Background: an optimization exercise with open tools, aiming at small area and a short achievable clock period. Do not read the settings as production practice.
The RTL was checked by simulation tests, not by an equivalence proof against the original design.

==> flow/design.v, too long to show whole: its modules and the start of the top module <==
// module v24_mul: 63 lines
// module mul16_tree: 680 lines
// module v24_add: 105 lines
// module wbm: 127 lines
module wbm (
    input  wire        clk,
    input  wire        rst,
    input  wire        cfg_we,
    input  wire [4:0]  cfg_addr,
    input  wire [31:0] cfg_wdata,
    input  wire        in_valid,
    input  wire [23:0] in_r,
    input  wire [23:0] in_g,
    input  wire [23:0] in_b,
    output wire        out_valid,
    output wire [23:0] out_r,
    output wire [23:0] out_g,
    output wire [23:0] out_b
);
  // ...
==> flow/flow/run.sh <==
#!/bin/bash
# Layout flow: the standard synthesis, then an inverter-polarity clean-up of
# the gate netlist around the full adders (flow/polarity.py; registers are not
# touched; if the cleaned netlist does not elaborate against the cell library,
# the standard netlist is kept), then the standard ORFS flow from the
# synthesised netlist on, with timing repair aimed at a tighter setup margin
# than the 18 ns clock needs, plain port buffers and no dummy clock loads.
# Each step's full output goes to a log file in this folder.
set -euo pipefail
MARGIN=${MARGIN:-13.27}
R=orfs/results/sky130hd/wbm/base
LIB=$FLOW_HOME/platforms/sky130hd/lib/sky130_fd_sc_hd__tt_025C_1v80.lib
bash standard.sh synth > flow_synth.log 2>&1
cp $R/1_2_yosys.v $R/1_2_yosys_std.v
if python3 flow/polarity.py $R/1_2_yosys_std.v $R/1_2_yosys_pol.v > flow_polarity.log 2>&1 &&
   yosys -p "read_liberty -lib $LIB; read_verilog $R/1_2_yosys_pol.v; hierarchy -check -top $FLOW_TOP" \
       > flow_polarity_check.log 2>&1; then
    sleep 1
    cp $R/1_2_yosys_pol.v $R/1_2_yosys.v
    touch $R/1_2_yosys.v
else
    echo "polarity clean-up not used" >> flow_polarity.log
fi
bash standard.sh SETUP_SLACK_MARGIN=$MARGIN MAX_REPAIR_ANTENNAS_ITER_GRT=15 \
    MAX_REPAIR_ANTENNAS_ITER_DRT=15 \
    "BUFFER_PORTS_ARGS=-buffer_cell sky130_fd_sc_hd__buf_2" \
    "CTS_ARGS=-sink_clustering_enable -repair_clock_nets -dont_use_dummy_load -sink_clustering_size 30 -sink_clustering_max_diameter 100 -wire_unit 5 -buf_list sky130_fd_sc_hd__clkbuf_16" \
    finish > flow_finish.log 2>&1
==> flow/standard.sh <==
#!/bin/bash
# synth_recipe.tcl (not shown) runs the flow's synth.tcl, then flattens the netlist and writes it again
# the make line also repeats each setting of config.mk as NAME=value (left out here)
make -C /OpenROAD-flow-scripts/flow DESIGN_CONFIG=/design/flow/config.mk WORK_HOME=/design/flow/orfs CLKGATE_MAP_FILE= SYNTH_SCRIPT=/design/flow/synth_recipe.tcl "${@:-finish}"
==> flow/config.mk <==
export PLATFORM = sky130hd
export DESIGN_NAME = wbm
export DESIGN_NICKNAME = wbm
export VERILOG_FILES = /design/flow/design.v
export SDC_FILE = /design/flow/constraint.sdc
export NUM_CORES = 8
export LEC_CHECK = 0
export CAP_MARGIN = 10
export CORE_MARGIN = 2
export CORE_UTILIZATION = 70
export PLACE_DENSITY = 0.8
export SLEW_MARGIN = 10
==> flow/constraint.sdc <==
create_clock -name core_clock -period 18.0 [get_ports {clk}]
set_input_delay 3.6000 -clock core_clock [delete_from_list [all_inputs] [get_ports {clk}]]
set_output_delay 3.6000 -clock core_clock [all_outputs]
set_load 0.01 [all_outputs]
Not shown: flow/flow/polarity.py
==> flow_metrics.py, run 1 <==
metrics = {
    "run_status": {
        "status": "timing/DRC/antenna clean",
    },
    "critical_path": {
        "endpoint": "out_b[21]",
        "required_ns": 14.40,
        "worst-setup-path-type": "reg -> out",
        "r2r-start": "w[1][13]",
        "critPathLaunch": "g_row[2].u_a2.y[21]",
        "path_depth": 1,
        "arrival_ns": 1.22,
        "crit_buf_inv": 1,
        "max_stage_delay_ns": 0.33,
        "cp-end-kind": "primary output",
    },
    "route": {
        "wl_per_cell_um": 22.6,
        "wl_met3_um": 56500,
    },
    "finish": {
        "seq_share": 0.250,
        "clk_share": 0.0154,
        "largest_class": "multi-input combinational cells",
        "inv_count": 1267,
        "multi_input_cells": 17400,
        "final_common_cell": "fa_1",
        "layout.nets": 26000,
        "fin_area_um2": 226000,
        "largest_reg_flops": 216,
    },
    "clocking": {
        "clockBufferDepth": 3,
        "clk_pin_slew_ns": 0.11,
        "cts_tree": "built",
        "cts-resized-gates": 155,
    },
    "sta": {
        "clock_skew_ns": 0.128,
        "period_minus_slack_ns": 4.82,
        "setup_viol": 0,
    },
    "synthesis": {
        "avgSynthCellArea_um2": 9.64,
        "yosysWarnings": 17,
        "synth_nets": 26100,
    },
    "floorplan": {
        "num_rows": 202,
        "io_pins": 186,
        "dieWidth_um": 556,
        "coreArea_um2": 303000,
    },
    "global_route": {
        "grt_max_degree": 71,
        "grt_use_met1": 0.460,
    },
    "worst_hold_path": {
        "min_path_cells": 0,
        "worstHoldStart": "w2d[1][0]",
    },
}
==> inputs of run 2 (changes only) <==
--- a/flow/flow/run.sh
+++ b/flow/flow/run.sh
@@ -7,7 +7,7 @@
 # than the 18 ns clock needs, plain port buffers and no dummy clock loads.
 # Each step's full output goes to a log file in this folder.
 set -euo pipefail
-MARGIN=${MARGIN:-13.27}
+MARGIN=${MARGIN:-13.2}
 R=orfs/results/sky130hd/wbm/base
 LIB=$FLOW_HOME/platforms/sky130hd/lib/sky130_fd_sc_hd__tt_025C_1v80.lib
 bash standard.sh synth > flow_synth.log 2>&1
@@ -24,5 +24,5 @@
 bash standard.sh SETUP_SLACK_MARGIN=$MARGIN MAX_REPAIR_ANTENNAS_ITER_GRT=15 \
     MAX_REPAIR_ANTENNAS_ITER_DRT=15 \
     "BUFFER_PORTS_ARGS=-buffer_cell sky130_fd_sc_hd__buf_2" \
-    "CTS_ARGS=-sink_clustering_enable -repair_clock_nets -dont_use_dummy_load -sink_clustering_size 30 -sink_clustering_max_diameter 100 -wire_unit 5 -buf_list sky130_fd_sc_hd__clkbuf_16" \
+    "CTS_ARGS=-sink_clustering_enable -repair_clock_nets -dont_use_dummy_load -sink_clustering_size 30 -sink_clustering_max_diameter 100 -wire_unit 5 -clustering_exponent 6 -buf_list sky130_fd_sc_hd__clkbuf_16" \
     finish > flow_finish.log 2>&1
==> run 2 against run 1 <==
- first-iteration DRC count rose by 6.3%
- fmax fell by 0.39%
- via count fell by 0.42%
- still clean on timing, DRC and antenna
- global-route usage fell by 0.068 points
- synthesized area did not move
- hold slack got worse by 0.067 ns
- setup slack got worse by 0.019 ns
- critical path type unchanged
- utilization fell by 0.38 points
- sequential share of layout area rose by 0.12 points
==> flow_metrics.py, run 2 <==
metrics = {
    "critical_path": {
        "cp-end-kind": "primary output",
        "arrival_ns": 1.24,
        "path_max_fanout": 1,
        "r2r_slack_ns": 13.27,
        "max_stage_delay_ns": 0.33,
        "crit_family": "flip-flops",
        "crit_path_cell_trace": "buf_6",
        "critPathLaunchType": "flop",
        "critical-path-slowest-cell": "dfxtp_2",
        "worst-setup-path-type": "reg -> out",
        "crit_buf_inv": 1,
        "required_ns": 14.40,
    },
    "route": {
        "viasPerCell": 6.34,
        "wl_per_cell_um": 22.6,
        "dr.pass1.iters": 7,
        "drt_iter0_markers": 15800,
        "detail-route-antenna-nets": 0,
        "wirelength_um": 590000,
        "drc": 0,
        "vias": 165000,
    },
    "global_route": {
        "antenna_found_initial": 45,
        "grt_pass1_vias": 164000,
        "grt_max_degree": 70,
        "grt_pass1_wl_um": 911000,
        "grt-ovfl-total": 0,
        "globalRouteTotalUtil": 0.375,
    },
    "finish": {
        "drive_gt1_frac": 0.129,
        "fin_area_um2": 225000,
        "final_common_cell": "fa_1",
        "finalNonFillerCells": 26000,
        "layout.nets": 26000,
        "largest_register": "cm",
        "largest_reg_flops": 216,
        "layout_common_cells": "2423 x fa_1, 2224 x and2_1, 2156 x dfxtp_1",
        "fillerInstances": 21900,
        "post-route-util": 0.741,
        "syn2layout_area_growth_pct": 5.19,
    },
    "sta": {
        "clock_skew_ns": 0.163,
        "final_hold_viol_count": 0,
        "fmax_mhz": 207,
        "fin_setup_tns_ns": 0,
        "slew_viol_final": 0,
        "worst_pin_slew_ns": 1.23,
        "finalCritPeriodShare": 0.269,
        "slew-limit-headroom": 0.173,
        "period_minus_slack_ns": 4.84,
        "setup_viol": 0,
        "grt_setup_unrepaired": "yes",
    },
    "floorplan": {
        "dieHeight_um": 556,
        "initial_utilization": 0.704,
        "dieWidth_um": 556,
        "die-area_um2": 310000,
        "num_rows": 202,
        "coreArea_um2": 303000,
        "io_pins": 186,
    },
    "run_status": {
        "status": "timing/DRC/antenna clean",
    },
    "clocking": {
        "clock_sink_count": 2621,
        "clockBufferDepth": 3,
        "root_buffer": "clkbuf_16",
        "clock_latency_ns": 0.80,
        "h-tree-depth": 4,
        "numCtsBuffers": 136,
        "cts_tree": "built",
        "holdBufCountCts": 0,
        "clk_pin_slew_ns": 0.11,
    },
    "job": {
        "drv_cap": 0,
    },
    "synthesis": {
        "yosysWarnings": 17,
        "syn_area_um2": 214000,
        "avgSynthCellArea_um2": 9.64,
        "synth_nets": 26100,
        "synthCells": 22200,
    },
    "place": {
        "post-dp-hpwl_um": 427000,
        "portBuffers": 178,
        "gp_congestion": 0.998,
        "placedCellCount": 25600,
        "place_area_um2": 218000,
    },
    "worst_hold_path": {
        "hold_path_class": "reg -> reg",
    },
}
[run 2: changes by cell type in the layout (fill, tap and decap cells not counted), moves of 7 or more]
cell,before,now
diode_2,113,104
dfxtp_1,2145,2156
ha_1,1435,1442
a21oi_1,1378,1385
dfxtp_2,62,55
o21ai_2,19,6
buf_2,144,151
buf_4,428,334
o21ai_0,1010,1020
[run 2: final timing paths]
path                           from                  end  depth (start not counted)
setup / recovery         v_pipe[16]            out_valid                          1
hold / removal    g_row[2].u_m1.r_s  g_row[2].u_m1.y[23]                          0
setup reg to reg          w2d[2][8]    g_row[1].u_m2.q_c                         12
hold reg to reg   g_row[2].u_m1.r_s  g_row[2].u_m1.y[23]                          0
[run 2: timing repair]
| action | in CTS | in global routing |
|---|---|---|
| pin swaps | 17 | 29 |
| gates resized for setup | 138 | 245 |
| gates cloned | 7 | 13 |
| endpoints found under the setup margin | 294 | 337 |
| setup buffers | 76 | 122 |
[run 2: worst reg2reg max path: cells and delay by family (launching register included)]
family	cells	cell delay, ns
adder cells (fa/ha/maj)	6	2.74
AND/OR/NAND/NOR	2	0.63
buffers and inverters	1	0.57
AO/OA/AOI/OAI	3	0.32
flip-flops	1	0.31
[run 2: layout make-up]
type | instances | area [um2] | share of cell area
tap | 3978 | 4980 | 0.0222
antenna | 104 | 260 | 0.00116
multi-input combinational | 17400 | 150000 | 0.669
inverter | 1267 | 4780 | 0.0213
clock buffer | 136 | 3400 | 0.0152
sequential | 2621 | 56500 | 0.251
timing repair buffer | 572 | 4560 | 0.0203
[run 2: stage by stage]
step	hold WS, ns	setup slack [ns]
2_1_floorplan	0.310	13.21
3_3_place_gp	0.310	11.82
3_5_place_dp	0.312	11.71
4_1_cts	0.176	13.15
5_1_grt	0.190	13.12
6_report	0.189	13.16
[run 2: layer usage]
layer  track usage  part of all wire  routed length (um)
met4         0.215             0.064               38000
met2         0.613              0.46              274000
met5             0           0.00025                 150
met3        0.0745             0.093               55000
met1         0.465              0.38              222000

[separate check: timing with driven ports]
How much do the figures lean on ideal ports? The routed layouts below were timed once more, with nothing changed but the port constraints.
Step 1 assumes that a clkbuf_16 drives the clock port and a buf_2 every other input.
Step 2 also shifts input and output timing later by t, the mid clock arrival at the registers, as if the neighbouring blocks saw the same clock.
Three values: no drivers, after step 1, after step 2; two values: the first two.
run | shift t [ns] | slack for setup (ns) | latest minus earliest clock arrival (ns) | worst data-port slew with drivers (ns) | pins driven straight from the clock port
run 1 | 0.838 | 13.180 / 13.067 / 13.334 | 0.142 / 0.141 | 0.10 | 1
run 2 | 0.837 | 13.162 / 13.041 / 13.273 | 0.163 / 0.163 | 0.17 | 1
After both steps every run listed still meets setup and hold.
